From an optimization exercise on the open Yosys and OpenROAD flow, aimed at small area, a short achievable clock period and few clock cycles per item; shortcuts taken in it are not production practice.
At most, simulation tests tie the RTL to the original design; equivalence was not proved.

// loop_pv
module loop_pv (
    input  wire         clk,
    input  wire         rst,
    input  wire [511:0] coef_c,
    input  wire [79:0]  coef_s,
    input  wire [1:0]   bq_en,
    input  wire [30:0]  ilim,
    input  wire [31:0]  fe_max,
    input  wire         start,
    input  wire         pos_en,
    input  wire [63:0]  p_set,      
    input  wire [63:0]  pos_fb,     
    input  wire [63:0]  v_set,      
    input  wire [63:0]  a_set,      
    input  wire [31:0]  v_fb,       
    output reg          ready,
    output reg          done,
    output reg  [31:0]  ep,
    output reg  [31:0]  vref,
    output wire [31:0]  iqref,
    output reg          sat,
    output reg          sat_evt,
    output reg          fe
);
    localparam [4:0] T_POS = 5'd0,     
                     T_VFF = 5'd1,     
                     T_KIV = 5'd2,     
                     T_KPV = 5'd3,     
                     T_AFF = 5'd4,     
                     T_AW  = 5'd5,     
                     T_Q0  = 5'd6,     
                     T_Q1  = 5'd11,    
                     T_NOP = 5'd31;
    localparam [2:0] F_NONE = 3'd0,    
                     F_POS  = 3'd1,    
                     F_VFF  = 3'd2,    
                     F_W1   = 3'd3,    
                     F_W2   = 3'd4;    
    localparam signed [63:0] MAX64 = 64'sh7FFF_FFFF_FFFF_FFFF;
    localparam signed [63:0] MIN64 = -64'sh7FFF_FFFF_FFFF_FFFF - 64'sd1;
    localparam signed [31:0] MAX32 = 32'sh7FFF_FFFF;
    localparam signed [31:0] MIN32 = -32'sh7FFF_FFFF - 32'sd1;
    reg  [4:0]  t;            
    reg  [4:0]  t2;           
  ...
For scale: about 11000 cells after synthesis, about 1000 flip-flops, ~1100 I/O pins.
make LEC_CHECK=0 ABC_AREA=1 CAP_MARGIN=20 CORE_MARGIN=2 CORE_UTILIZATION=40 SLEW_MARGIN=20 finish   # period 50.0 ns
run.sh (not shown) runs the stock make flow with config.mk's settings and CLKGATE_MAP_FILE= SYNTH_SCRIPT=/design/flow/synth_recipe.tcl, a recipe that flattens the netlist after the stock synthesis.
The starting point completed without violations.
Change:
--- a/flow/design.v
+++ b/flow/design.v
@@ -1185,14 +1185,13 @@
     wire bm_s494 = bm_pp15[31] ^ ~bm_pp14[33] ^ bm_c434;
     wire bm_c494 = (bm_pp15[31] & ~bm_pp14[33]) | (bm_pp15[31] & bm_c434) | (~bm_pp14[33] & bm_c434);
     wire bm_s495 = bm_pp15[32] ^ 1'b1;
     wire bm_c495 = bm_pp15[32] & 1'b1;
     wire [64:0] bm_r0 = {1'b1, bm_c495, bm_c494, bm_c493, bm_c492, bm_c491, bm_c490, bm_c489, bm_c488, bm_c487, bm_c486, bm_c485, bm_c484, bm_c483, bm_c482, bm_c481, bm_c480, bm_c479, bm_c478, bm_c477, bm_c476, bm_c475, bm_c474, bm_c473, bm_c472, bm_c471, bm_c470, bm_c469, bm_c468, bm_c467, bm_c466, bm_c465, bm_c464, bm_c463, bm_c462, bm_c461, bm_c460, bm_c459, bm_c458, bm_c457, bm_c456, bm_c455, bm_c454, bm_c453, bm_c452, bm_c451, bm_c450, bm_c449, bm_c448, bm_c447, bm_c446, bm_c445, bm_c444, bm_c443, bm_c442, bm_c441, bm_c440, bm_c439, bm_c438, bm_c437, bm_c436, bm_c435, bm_s435, bm_pp0[1], bm_pp0[0]};
     wire [64:0] bm_r1 = {1'b0, ~bm_pp15[33], bm_s495, bm_s494, bm_s493, bm_s492, bm_s491, bm_s490, bm_s489, bm_s488, bm_s487, bm_s486, bm_s485, bm_s484, bm_s483, bm_s482, bm_s481, bm_s480, bm_s479, bm_s478, bm_s477, bm_s476, bm_s475, bm_s474, bm_s473, bm_s472, bm_s471, bm_s470, bm_s469, bm_s468, bm_s467, bm_s466, bm_s465, bm_s464, bm_s463, bm_s462, bm_s461, bm_s460, bm_s459, bm_s458, bm_s457, bm_s456, bm_s455, bm_s454, bm_s453, bm_s452, bm_s451, bm_s450, bm_s449, bm_s448, bm_s447, bm_s446, bm_s445, bm_s444, bm_s443, bm_s442, bm_s441, bm_s440, bm_s439, bm_s438, bm_s437, bm_s436, bm_pp0[2], 1'b0, bm_neg0};
-    wire [64:0] prod_n;
-    bk_add #(65) bm_cpa (.a(bm_r0), .b(bm_r1), .ci(1'b0), .s(prod_n), .co());
+    wire [64:0] prod_n = bm_r0 + bm_r1;
     wire        [4:0]  k    = {~ms2[4], ms2[3:0]};        
     wire        [95:0] w    = {{31{prod[64]}}, prod} << k;
     reg  [16:0] same;
     integer j;
     always @* begin
         same[0] = 1'b1;
Result:
- non-clock buffer count rose by 22
- fmax rose by 7.1%
- utilization fell by 0.31 points
- routed wire length rose by 7.2%
- sequential share of layout area fell by 1.3 points
Function was not checked in any run of this note: the RTL went through the layout flow alone.

* * *

Setup of nickel:
Another version of the RTL of loop_pv (not shown whole).
Size: about 1,100 flip-flops, about 1,100 I/O pins, about 90,000 µm² of cells after synthesis.
clock: 50.0 ns
lec_check: 0
abc_area: 1
cap_margin: 20
core_margin: 2
core_utilization: 40
cts_buf_list: sky130_fd_sc_hd__clkbuf_8
slew_margin: 20
standard.sh (not shown) runs the stock make flow with config.mk's settings and CLKGATE_MAP_FILE= SYNTH_SCRIPT=/design/flow/synth_recipe.tcl, a recipe that flattens the netlist after the stock synthesis.
==> flow/flow/run.sh <==
#!/bin/bash
# The standard layout (the standard.sh: standard synthesis, then ORFS to
# the final layout), with one change: the port buffers that global placement
# inserts on every input and output are sky130_fd_sc_hd__buf_1 instead of the
# default choice. The make output goes to standard.log; ORFS writes each
# step's log under orfs/logs/.
set -euo pipefail
bash standard.sh "BUFFER_PORTS_ARGS=-buffer_cell sky130_fd_sc_hd__buf_1" finish > standard.log 2>&1
Testbench counts of nickel, summed over its fixed seeds: cycles 76,622, items 8,000.
What xenon does differently from nickel at the input level:
--- a/flow/design.v
+++ b/flow/design.v
@@ -69,12 +69,14 @@
     reg  signed [31:0] vcorr;
     reg  signed [31:0] x1_0, x2_0, y1_0, y2_0;
     reg  signed [31:0] x1_1, x2_1, y1_1, y2_1;
     reg  signed [64:0] acc;       
     reg  signed [31:0] vr;        
     reg  signed [31:0] u;         
+    reg         c_hi, c_lo;       
+    reg         ev_ok, ev_neg;    
     reg  [30:0] ilim_r;
     reg  [31:0] nilim;            
     reg  signed [31:0] mc;
     reg         [4:0]  ms;
     reg  signed [64:0] prod;
     reg         [4:0]  ms2;
@@ -101,15 +103,12 @@
                          (acs_w[32] ? MIN32 : MAX32);
     wire [32:0] ev_w = {vr[31], vr} - {vfb[31], vfb};
     wire [31:0] nilim_n;
     bk_add #(32) a_nil (.a(~{1'b0, ilim_r}), .b(32'd0), .ci(1'b1), .s(nilim_n), .co());
     wire [32:0] d_hi = {2'b00, ilim_r} - {u[31], u};      
     wire [32:0] d_lo = {nilim[31], nilim} - {u[31], u};   
-    wire [32:0] e_lo = {u[31], u} + {2'b00, ilim_r};      
-    wire        c_hi = d_hi[32];                          
-    wire        c_lo = e_lo[32];                          
     wire [31:0] iq   = c_hi ? {1'b0, ilim_r} : c_lo ? nilim : u;
     wire signed [31:0] x1_0r = q0_ok ? x1_0 : 32'sd0;
     wire signed [31:0] x2_0r = q0_ok ? x2_0 : 32'sd0;
     wire signed [31:0] y1_0r = q0_ok ? y1_0 : 32'sd0;
     wire signed [31:0] y2_0r = q0_ok ? y2_0 : 32'sd0;
     wire signed [31:0] x1_1r = q1_ok ? x1_1 : 32'sd0;
@@ -121,16 +120,15 @@
     wire [31:0] mx_e = ({32{x_ep}}  & ep_c)  | ({32{x_vs}}  & vsv)   | ({32{x_acs}} & acs_h) |
                        ({32{x_u}}   & u)     |
                        ({32{x_x10}} & x1_0r) | ({32{x_x20}} & x2_0r) |
                        ({32{x_y10}} & y1_0r) | ({32{x_y20}} & y2_0r) |
                        ({32{x_x11}} & x1_1r) | ({32{x_x21}} & x2_1r) |
                        ({32{x_y11}} & y1_1r) | ({32{x_y21}} & y2_1r);
-    wire        ev_ok = (ev_w[32] == ev_w[31]);
     wire signed [32:0] mx = {mx_e[31], mx_e} |
                             ({33{x_ev && ev_ok}}  & {ev_w[31], ev_w[31:0]}) |
-                            ({33{x_ev && !ev_ok}} & (ev_w[32] ? {1'b1, MIN32} : {1'b0, MAX32})) |
+                            ({33{x_ev && !ev_ok}} & (ev_neg ? {1'b1, MIN32} : {1'b0, MAX32})) |
                             ({33{x_aw && c_hi}}   & d_hi) |
                             ({33{x_aw && c_lo}}   & d_lo);
     wire [32:0] bm_ae = {mc, 1'b0};
     wire [33:0] bm_bx = {mx[32], mx};
     wire bm_one0 = bm_ae[1] ^ bm_ae[0];
     wire bm_two0 = (bm_ae[2] & ~bm_ae[1] & ~bm_ae[0]) | (~bm_ae[2] & bm_ae[1] & bm_ae[0]);
@@ -1221,12 +1219,21 @@
     wire        [65:0] ys  = ya ^ yb ^ 66'h8000;
     wire        [65:0] yc  = {(ya[64:0] & yb[64:0]) |
                               ((ya[64:0] | yb[64:0]) & 65'h8000), 1'b0};
     wire        [65:0] y_f;
     bk_add #(66) a_y (.a(ys), .b(yc), .ci(cin), .s(y_f), .co());
     wire        [49:0] y_w  = y_f[65:16];
+    wire               y_in = (y_w[49:31] == {19{y_w[49]}});    
+    wire signed [31:0] y_v  = y_w[31:0];
+    wire signed [31:0] ilim_p = {1'b0, ilim_r};
+    wire signed [31:0] ilim_m = nilim;
+    wire        c_hi_n = y_in ? (y_v > ilim_p) : (!y_w[49] && ilim_r != 31'h7FFF_FFFF);
+    wire        c_lo_n = y_in ? (y_v < ilim_m) : y_w[49];
+    wire [32:0] evd    = {y_v[31], y_v} - {vfb[31], vfb};
+    wire        ev_ok_n  = y_in ? (evd[32] == evd[31]) : (y_w[49] ? (vfb[31] || vfb == 32'd0) : !vfb[31]);
+    wire        ev_neg_n = y_in ? evd[32] : y_w[49];
     wire signed [31:0] y_n  = (y_w[49:31] == {19{y_w[49]}}) ? y_w[31:0] :
                               (y_w[49] ? MIN32 : MAX32);
     wire q_last   = (t == 5'd10 && !ro0) || (t == 5'd6 && ro0) ||
                     (t == 5'd15 && !ro1) || (t == 5'd11 && ro1);
     function [2:0] q_pos(input ro, input [2:0] k);        
         q_pos = ro ? ((k == 3'd0) ? 3'd4 : k - 3'd1) : k;
@@ -1369,13 +1376,17 @@
         end
         case (t2)
             T_POS: begin
                 vcorr <= y_n;
                 vc_ok <= 1'b1;
             end
-            T_VFF:  vr    <= y_n;
+            T_VFF: begin
+                vr     <= y_n;
+                ev_ok  <= ev_ok_n;
+                ev_neg <= ev_neg_n;
+            end
             T_KIV: begin
                 i_int <= sum;
                 i_ok  <= 1'b1;
             end
             T_AW: begin
                 i_int   <= sum;
@@ -1384,13 +1395,17 @@
                 sat     <= c_hi || c_lo;
                 sat_evt <= (c_hi || c_lo) && !sat;
             end
             default: ;
         endcase
         if (w_acc) acc <= sum;
-        if (w_uy)  u   <= y_n;
+        if (w_uy) begin
+            u    <= y_n;
+            c_hi <= c_hi_n;
+            c_lo <= c_lo_n;
+        end
         if (qe0) begin
             x2_0 <= x1_0r;  x1_0 <= u;  y2_0 <= y1_0r;  y1_0 <= y_n;  q0_ok <= 1'b1;
         end
         if (qe1) begin
             x2_1 <= x1_1r;  x1_1 <= u;  y2_1 <= y1_1r;  y1_1 <= y_n;  q1_ok <= 1'b1;
         end
The final layout from xenon, which completed every stage, passed the timing, DRC and antenna checks at the end of the flow.
xenon: setup slack of the critical path after layout higher than nickel
Number of well taps, xenon vs nickel: up by a few percent
Sort nickel and xenon by post-synthesis simple-gate area fraction, descending, and xenon comes first.
Cmp xenon vs nickel: TritonCTS buffer count higher in xenon
Summary: area after synthesis, xenon worse than nickel
Testbench counts of xenon, summed over its fixed seeds: cycles 76,622, items 8,000.

what the ideal ports hide:
The results above use ideal ports. As a check the final layouts listed here were re-extracted and re-timed, cells and wires unchanged. Step 1: set_driving_cell puts a clkbuf_16 on clk and a buf_2 on each other input, an assumption about the parent block. Step 2 moves the port delays by t, midway between the first and last clock arrival at a register: inputs arrive t later, outputs are due t later. That takes back most of the time a late clock gives input paths. Three values: ideal, step 1, step 2; two values: the first two.
run	shift t [ns]	setup WS [ns]	hold slack, ns
the first run of note 1	0.893	36.609 / 36.609 / 36.609	0.332 / 0.332 / 0.332
the second run of note 1	0.867	37.502 / 37.476 / 37.502	0.330 / 0.330 / 0.330
nickel	1.070	37.727 / 37.797 / 36.727	0.327 / 0.327 / 0.327
xenon	1.071	37.977 / 37.885 / 37.316	0.327 / 0.327 / 0.327
After both steps setup and hold are still met in every run listed. For nickel, which loses most, drivers alone change the setup slack by +0.070 ns; drivers and shift together by -1.000 ns.
